This is an optimization exercise on Yosys and OpenROAD, whose aim is small area, a short achievable clock period and few clock cycles per item, not a production implementation.
In this exercise RTL edits were held to simulation tests only and were not proved equivalent to the original.

==> design/flow/design.v <==
module fliax_gd_prod (
    input  wire [15:0]        a,
    input  wire [15:0]        b,
    output wire               nan,
    output wire               inf,
    output wire               zero_inf,    
    output wire               sign,
    output wire               nonzero,
    output wire [23:0]        mant,        
    output wire signed [10:0] top          
);
    wire [7:0] ea = a[14:7];
    wire [7:0] eb = b[14:7];
    wire [6:0] fa = a[6:0];
    wire [6:0] fb = b[6:0];
    wire a_nan  = (ea == 8'hFF) && (fa != 7'd0);
    wire b_nan  = (eb == 8'hFF) && (fb != 7'd0);
    wire a_inf  = (ea == 8'hFF) && (fa == 7'd0);
    wire b_inf  = (eb == 8'hFF) && (fb == 7'd0);
    wire a_zero = (ea == 8'h00) && (fa == 7'd0);
    wire b_zero = (eb == 8'h00) && (fb == 7'd0);
    assign nan      = a_nan | b_nan;
    assign zero_inf = (a_zero & b_inf) | (a_inf & b_zero);
    assign inf      = (a_inf | b_inf) & ~nan & ~zero_inf;
    assign sign     = a[15] ^ b[15];
    assign nonzero  = ~a_zero & ~b_zero;
    wire [7:0] ma = {(ea != 8'h00), fa};
    wire [7:0] mb = {(eb != 8'h00), fb};
    wire signed [10:0] ela = (ea != 8'h00) ? ($signed({3'b000, ea}) - 11'sd134) : -11'sd133;
    wire signed [10:0] elb = (eb != 8'h00) ? ($signed({3'b000, eb}) - 11'sd134) : -11'sd133;
    wire [15:0] p = ma * mb;
    reg [4:0] lz;
    integer k;
    always @(*) begin
        lz = 5'd16;
        for (k = 0; k < 16; k = k + 1)
            if (p[k]) lz = 5'd15 - k[4:0];
    end
    wire [15:0] pn = p << lz;
    assign mant = {pn, 8'h00};
    assign top  = ela + elb + 11'sd15 - $signed({6'b0, lz});
endmodule
module fliax_gd_acc (
    input  wire [31:0]        c,
    output wire               nan,
    output wire               inf,
    output wire               sign,
    output wire               nonzero,
    output wire [23:0]        mant,
    output wire signed [10:0] top
);
    wire [7:0]  ec = c[30:23];
    wire [22:0] fc = c[22:0];
    assign nan     = (ec == 8'hFF) && (fc != 23'd0);
    assign inf     = (ec == 8'hFF) && (fc == 23'd0);
    assign sign    = c[31];
    assign nonzero = (ec != 8'h00) || (fc != 23'd0);
    wire [23:0] m = {(ec != 8'h00), fc};
    wire signed [10:0] el = (ec != 8'h00) ? ($signed({3'b000, ec}) - 11'sd150) : -11'sd149;
    reg [4:0] lz;
    integer k;
    always @(*) begin
        lz = 5'd24;
        for (k = 0; k < 24; k = k + 1)
            if (m[k]) lz = 5'd23 - k[4:0];
    end
    assign mant = m << lz;
    assign top  = el + 11'sd23 - $signed({6'b0, lz});
endmodule
module fliax_gd_align (
    input  wire [23:0]        mant,
    input  wire               nonzero,
    input  wire signed [10:0] top,
    input  wire signed [10:0] emax,
    output wire [71:0]        win,
    output wire               sticky
);
    wire signed [11:0] d = $signed({emax[10], emax}) - $signed({top[10], top});
    wire far = (d >= 12'sd72);
    wire [95:0] sh = {mant, 72'd0} >> d[6:0];
    assign win    = (~nonzero | far) ? 72'd0 : sh[95:24];
    assign sticky = nonzero & (far ? 1'b1 : (sh[23:0] != 24'd0));
endmodule
module fliax_group_dot (
    input  wire         clk,
    input  wire         rst,
    input  wire         in_valid,
    output wire         in_ready,
    input  wire [127:0] a,
    input  wire [127:0] b,
    input  wire [31:0]  c,
    output reg          out_valid,
    output reg  [31:0]  out_result,
    output reg  [3:0]   out_flags
);
    localparam [31:0] CNAN = 32'h7FC0_0000;
    assign in_ready = 1'b1;
    reg         v_q;
    reg [127:0] a_q;
    reg [127:0] b_q;
    reg [31:0]  c_q;
    always @(posedge clk) begin
        if (rst) begin
            v_q <= 1'b0;
        end else begin
            v_q <= in_valid;
        end
        if (in_valid) begin
            a_q <= a;
            b_q <= b;
            c_q <= c;
        end
    end
    wire [8:0]        t_nan, t_inf, t_sign, t_nz;
    wire [7:0]        t_zinf;
    wire [23:0]       t_mant [0:8];
    wire signed [10:0] t_top [0:8];
    genvar gi;
    generate
        for (gi = 0; gi < 8; gi = gi + 1) begin : g_prod
            fliax_gd_prod u_prod (
                .a        (a_q[16*gi +: 16]),
                .b        (b_q[16*gi +: 16]),
                .nan      (t_nan[gi]),
                .inf      (t_inf[gi]),
                .zero_inf (t_zinf[gi]),
                .sign     (t_sign[gi]),
                .nonzero  (t_nz[gi]),
                .mant     (t_mant[gi]),
                .top      (t_top[gi])
            );
        end
    endgenerate
    fliax_gd_acc u_acc (
        .c       (c_q),
        .nan     (t_nan[8]),
        .inf     (t_inf[8]),
        .sign    (t_sign[8]),
        .nonzero (t_nz[8]),
        .mant    (t_mant[8]),
        .top     (t_top[8])
    );
    wire any_nan  = |t_nan;
    wire any_zinf = |t_zinf;
    wire pos_inf  = |(t_inf & ~t_sign);
    wire neg_inf  = |(t_inf & t_sign);
    wire all_zero = ~|t_nz;
    wire all_negz = all_zero & (&t_sign);
    reg signed [10:0] emax;
    integer k;
    always @(*) begin
        emax = -11'sd1024;
        for (k = 0; k < 9; k = k + 1)
            if (t_nz[k] && (t_top[k] > emax)) emax = t_top[k];
    end
    wire [71:0] t_win [0:8];
    wire [8:0]  t_sticky;
    generate
        for (gi = 0; gi < 9; gi = gi + 1) begin : g_align
            fliax_gd_align u_align (
                .mant    (t_mant[gi]),
                .nonzero (t_nz[gi]),
                .top     (t_top[gi]),
                .emax    (emax),
                .win     (t_win[gi]),
                .sticky  (t_sticky[gi])
            );
        end
    endgenerate
    wire gsticky = |t_sticky;
    reg signed [77:0] sum;
    always @(*) begin
        sum = 78'sd0;
        for (k = 0; k < 9; k = k + 1)
            if (t_sign[k]) sum = sum - $signed({6'd0, t_win[k]});
            else           sum = sum + $signed({6'd0, t_win[k]});
    end
    wire        s_neg = sum[77];
    wire [77:0] s_abs_w = s_neg ? -sum : sum;
    wire [75:0] s_abs = s_abs_w[75:0];    
    reg [6:0] lz;
    always @(*) begin
        lz = 7'd76;
        for (k = 0; k < 76; k = k + 1)
            if (s_abs[k]) lz = 7'd75 - k[6:0];
    end
    wire signed [11:0] lmax = $signed({emax[10], emax}) + 12'sd130;
    wire signed [11:0] lsh  = (lmax < $signed({5'd0, lz})) ? lmax : $signed({5'd0, lz});
    wire [11:0]        rsh  = -lsh;
    reg [75:0] n;
    reg        n_sticky;
    always @(*) begin
        if (!lsh[11]) begin
            n        = s_abs << lsh[6:0];
            n_sticky = 1'b0;
        end else if (rsh >= 12'd76) begin
            n        = 76'd0;
            n_sticky = (s_abs != 76'd0);
        end else begin
            n        = s_abs >> rsh[6:0];
            n_sticky = ((s_abs & ~({76{1'b1}} << rsh[6:0])) != 76'd0);
        end
    end
    wire signed [12:0] bexp = $signed({{2{emax[10]}}, emax}) + 13'sd131 - $signed({lsh[11], lsh});
    wire [7:0]  bexp8 = n[75] ? bexp[7:0] : 8'd0;
    wire        big   = n[75] && (bexp >= 13'sd255);
    wire        g_bit  = n[51];
    wire        st_bit = (n[50:0] != 51'd0) | n_sticky | gsticky;
    wire        up     = g_bit & (st_bit | n[52]);
    wire [31:0] rmag   = {1'b0, bexp8, n[74:52]} + {31'd0, up};
    wire        ovf    = big | (rmag[30:23] == 8'hFF);
    wire        inex   = g_bit | st_bit | ovf;
    wire        unf    = inex & ~ovf & (rmag[30:23] == 8'h00);
    reg [31:0] res;
    reg [3:0]  flg;
    always @(*) begin
        if (any_nan | any_zinf) begin
            res = CNAN;
            flg = {any_zinf, 3'b000};
        end else if (pos_inf & neg_inf) begin
            res = CNAN;
            flg = 4'b1000;
        end else if (pos_inf | neg_inf) begin
            res = {neg_inf, 31'h7F80_0000};
            flg = 4'b0000;
        end else if (all_zero) begin
            res = {all_negz, 31'd0};
            flg = 4'b0000;
        end else if (ovf) begin
            res = {s_neg, 31'h7F80_0000};
            flg = 4'b0101;
        end else begin
            res = {s_neg, rmag[30:0]};
            flg = {2'b00, unf, inex};
        end
    end
    always @(posedge clk) begin
        if (rst) begin
            out_valid <= 1'b0;
        end else begin
            out_valid <= v_q;
        end
        if (v_q) begin
            out_result <= res;
            out_flags  <= flg;
        end
    end
endmodule
==> design/flow/run.sh <==
#!/bin/bash
# synth_recipe.tcl (not shown) runs the flow's synth.tcl, then flattens the netlist and writes it again
# the make line also repeats each setting of config.mk as NAME=value (left out here)
make -C /OpenROAD-flow-scripts/flow DESIGN_CONFIG=/design/flow/config.mk WORK_HOME=/design/flow/orfs CLKGATE_MAP_FILE= SYNTH_SCRIPT=/design/flow/synth_recipe.tcl finish
==> design/flow/config.mk <==
export PLATFORM = sky130hd
export DESIGN_NAME = fliax_group_dot
export DESIGN_NICKNAME = fliax_group_dot
export VERILOG_FILES = /design/flow/design.v
export SDC_FILE = /design/flow/constraint.sdc
export NUM_CORES = 4
export LEC_CHECK = 0
export CAP_MARGIN = 20
export CORE_MARGIN = 2
export CORE_UTILIZATION = 25
export PLACE_DENSITY = 0.35
export SLEW_MARGIN = 20
==> design/flow/constraint.sdc <==
create_clock -name core_clock -period 90.0 [get_ports {clk}]
set_input_delay 18.0000 -clock core_clock [delete_from_list [all_inputs] [get_ports {clk}]]
set_output_delay 18.0000 -clock core_clock [all_outputs]
set_load 0.01 [all_outputs]
==> results.txt <==
* Sinks on Clock Net at 326
* Mapped Nets at 22,990
* Setup TNS at 0 ns
* CP Class: reg -> reg
* Port-buffer cells at 327
* Initial drt markers at 18,240
* Initial antenna violation count at 56
* Max-cap viol count at 0
* Register area share after synthesis at 0.06748
* Total global-route track usage at 0.2776
* Critical path buffers and inverters at 19
* Hold Vio Cnt, Final at 0
* Critical Path AT at 72.29 ns
* Status: timing/DRC/antenna clean
* Placed cell area at 159,200 um^2
* Post-synthesis xor/xnor area fraction at 0.08930
* Detail Route Antenna Nets at 0
* Final net count at 23,050
* Worst-Skew Late Latency at 0.78 ns
* Mapped Area at 144,800 um^2
* Relative slew margins at 0.1040
* Post-CTS Resized at 0
* Adder-cell area share of the yosys netlist at 0.1633
* DP HPWL at 712.8 mm
* Initial Util at 0.2509
* Die height at 765.0 um
* Crit-path max FO at 46
* Final setup violating endpoints at 0
* Clock Pin Slew Worst Setup and Hold Paths at 0.06 ns
* Cell Rows at 279
* Critical path startpoint category: flop
* Root Buffer: clkbuf_16
* Fraction of registers with async set/reset at 0
* Compound-Gate Fraction of Synth Area at 0.3210
* Hold Buf Count CTS at 0
* Routed Wire Length at 852.2 mm
* Vias in the first global route at 159,100
* H-tree depth at 2
* Cell family with most CP delay: compound AO/OA/AOI/OAI gates
* Max clock buf depth at 3
* Worst path slowest cell: a221oi_2
* CP endpoint kind: flop
* Crit path required time at 90.42 ns
* #FFs+latches synth at 326
* Post-synth EDFFs at 324
* Setup bufs post-CTS at 0
* Num CTS Buffers at 47
* Largest net degree at the start of global routing at 97
* Pre-CTS WS at 19.05 ns
* Routed vias at 169,000
* Avg Inst Size Synth at 6.887 um^2
* Main combinational cell family by area after synthesis: compound AO/OA/AOI/OAI gates
* GRT overflow at 0
* Slowest cell delay on critical path at 0.85 ns
* Final min period at 71.88 ns
* Max-slew violation count at 0
* Mux share of post-synthesis cell area at 0.03309
* Gp weighted congestion at 1.010
* Horiz. Die Dim at 765.0 um
* Die footprint at 585,200 um^2
* Unrepaired setup endpoints after global routing: false
* Hold crit path type: reg -> reg
* Number of remaining DRC errors at 0
* Share of post-route cells with drive strength above 1 at 0.06250
* Via density at 5.854
* CP most frequent cell: a21oi_1
* CTS tree: built
* Simple-Gate Fraction of Synth Area at 0.2696
* Design area at 160,900 um^2
* I/O pin cnt at 329
* Max Clock Freq at 13.91 MHz
* Unique masters post-synth at 158
* Core area at 577,000 um^2
* Clock Skew at 0.08813 ns
* Post-Syn Instances at 21,020
* Drt first pass iters at 10
* P&R area growth vs syn at 11.14%
* Worst-Margin Slew at 1.339 ns
* WL/cell at 29.52 um
* Final setup margin at 18.12 ns
* Yosys warns at 3
* Fin crit share at 0.7986
* First-pass GRT wire length at 1205 mm
* Dominant synthesized flop cell: edfxtp_1
-- flip-flops by register name, summed over array words and instances (netlist names) --
register,flops
a_q,128
b_q,128
c_q,32
out_flags,4
out_result,32
out_valid,1
v_q,1
-- worst paths after layout --
check        cells past startpoint    start             to  slack (ns)
max                            275  a_q[11]  out_result[4]       18.12
min                              0      v_q   out_flags[3]        0.85
max reg2reg                    275  a_q[11]  out_result[4]       18.12
min reg2reg                      0      v_q   out_flags[3]        0.85
-- through the flow --
stage	utilization	hold WS (ns)	cells
after floorplan	-	0.8996	21020
after detailed placement	0.2758	0.8859	28760
final	0.2789	0.8498	28870
after global placement	0.2757	0.9048	28760
after global routing	0.2788	0.9103	28860
after CTS	0.2786	0.8911	28850
-- area by class of cell --
type | count | area (um^2)
Tap cell | 7727 | 9668
Inverter | 1163 | 4373
Antenna cell | 24 | 60.06
Fill cell | 64460 | 416100
Clock inverter | 33 | 407.9
Multi-Input combinational cell | 18650 | 127800
Timing Repair Buffer | 900 | 7612
Sequential cell | 326 | 9771
Clock buffer | 53 | 1199
-- layer usage --
metal	routed length, um	vias to the layer above	part of all wire	global-route usage
met5	130	-	0.00015	0
met1	393500	83210	0.46	0.3928
met2	369700	6759	0.43	0.4320
li1	-	78040	-	-
met3	52410	986	0.062	0.03171
met4	36460	18	0.043	0.09986
-- logic make-up (layout without fill, tap and decap cells) --
group / after synthesis / count (layout)
simple gates: 8133 / 8133
compound gates: 6947 / 6947
buf+inv: 2049 / 2149
fa+ha+maj: 1677 / 1677
xor+xnor: 1458 / 1458
mux: 430 / 430
flops: 326 / 326
other cells: 1 / 25
-- cells in the mapped netlist (265+ instances only) --
library cell	count	share of area
mux2i_1	308	0.021
xor2_1	542	0.033
nand3_1	654	0.023
xnor2_1	904	0.055
a21o_1	370	0.019
nand2b_1	265	0.011
nor3_1	695	0.024
a21oi_1	1743	0.060
a31oi_1	344	0.015
inv_1	1132	0.029
fa_1	355	0.049
nor2_1	2262	0.059
edfxtp_1	324	0.067
ha_1	1319	0.11
clkbuf_1	664	0.017
a211oi_1	299	0.016
and2_1	663	0.029
o21ai_0	1248	0.043
nand2_1	2130	0.055
o22ai_1	267	0.012
o211ai_1	274	0.014
-- placed cells by master, fill, tap and decap left out, types with 274 or more instances in the layout --
cell type	n
inv_1	1128
clkdlybuf4s50_1	326
o211ai_1	274
xor2_1	523
fa_1	354
edfxtp_1	324
ha_1	1317
nor2_1	2251
buf_4	571
a21oi_1	1739
a21o_1	369
a31oi_1	341
and2_1	663
nand2_1	2129
xnor2_1	865
mux2i_1	307
nand3_1	654
a211oi_1	292
nor3_1	684
o21ai_0	1243
Testbench counts, summed over its fixed seeds: cycles 16,016, items 16,000.

-- port drivers added, routing unchanged --
In the flow no input, the clock included, has a driving cell. The finished layout below was timed again as built, in two steps.
Step 1 assumes that a clkbuf_16 drives the clock port and a buf_2 every other input.
Step 2 also shifts input and output timing later by t, the mid clock arrival at the registers, as if the neighbouring blocks saw the same clock.
Slacks: no drivers / after step 1 / after step 2; pairs: no drivers / after step 1.
t, ns: 0.865
setup WS [ns]: 18.124 / 18.124 / 18.124
hold WS [ns]: 0.850 / 0.850 / 0.850
slew at the worst register clock pin (ns): 0.08 / 0.08
worst data-port slew with drivers (ns): 0.13
After both steps this run still meets setup and hold. The setup slack of this run moves by 0.000 ns with the drivers and by 0.000 ns with both steps.
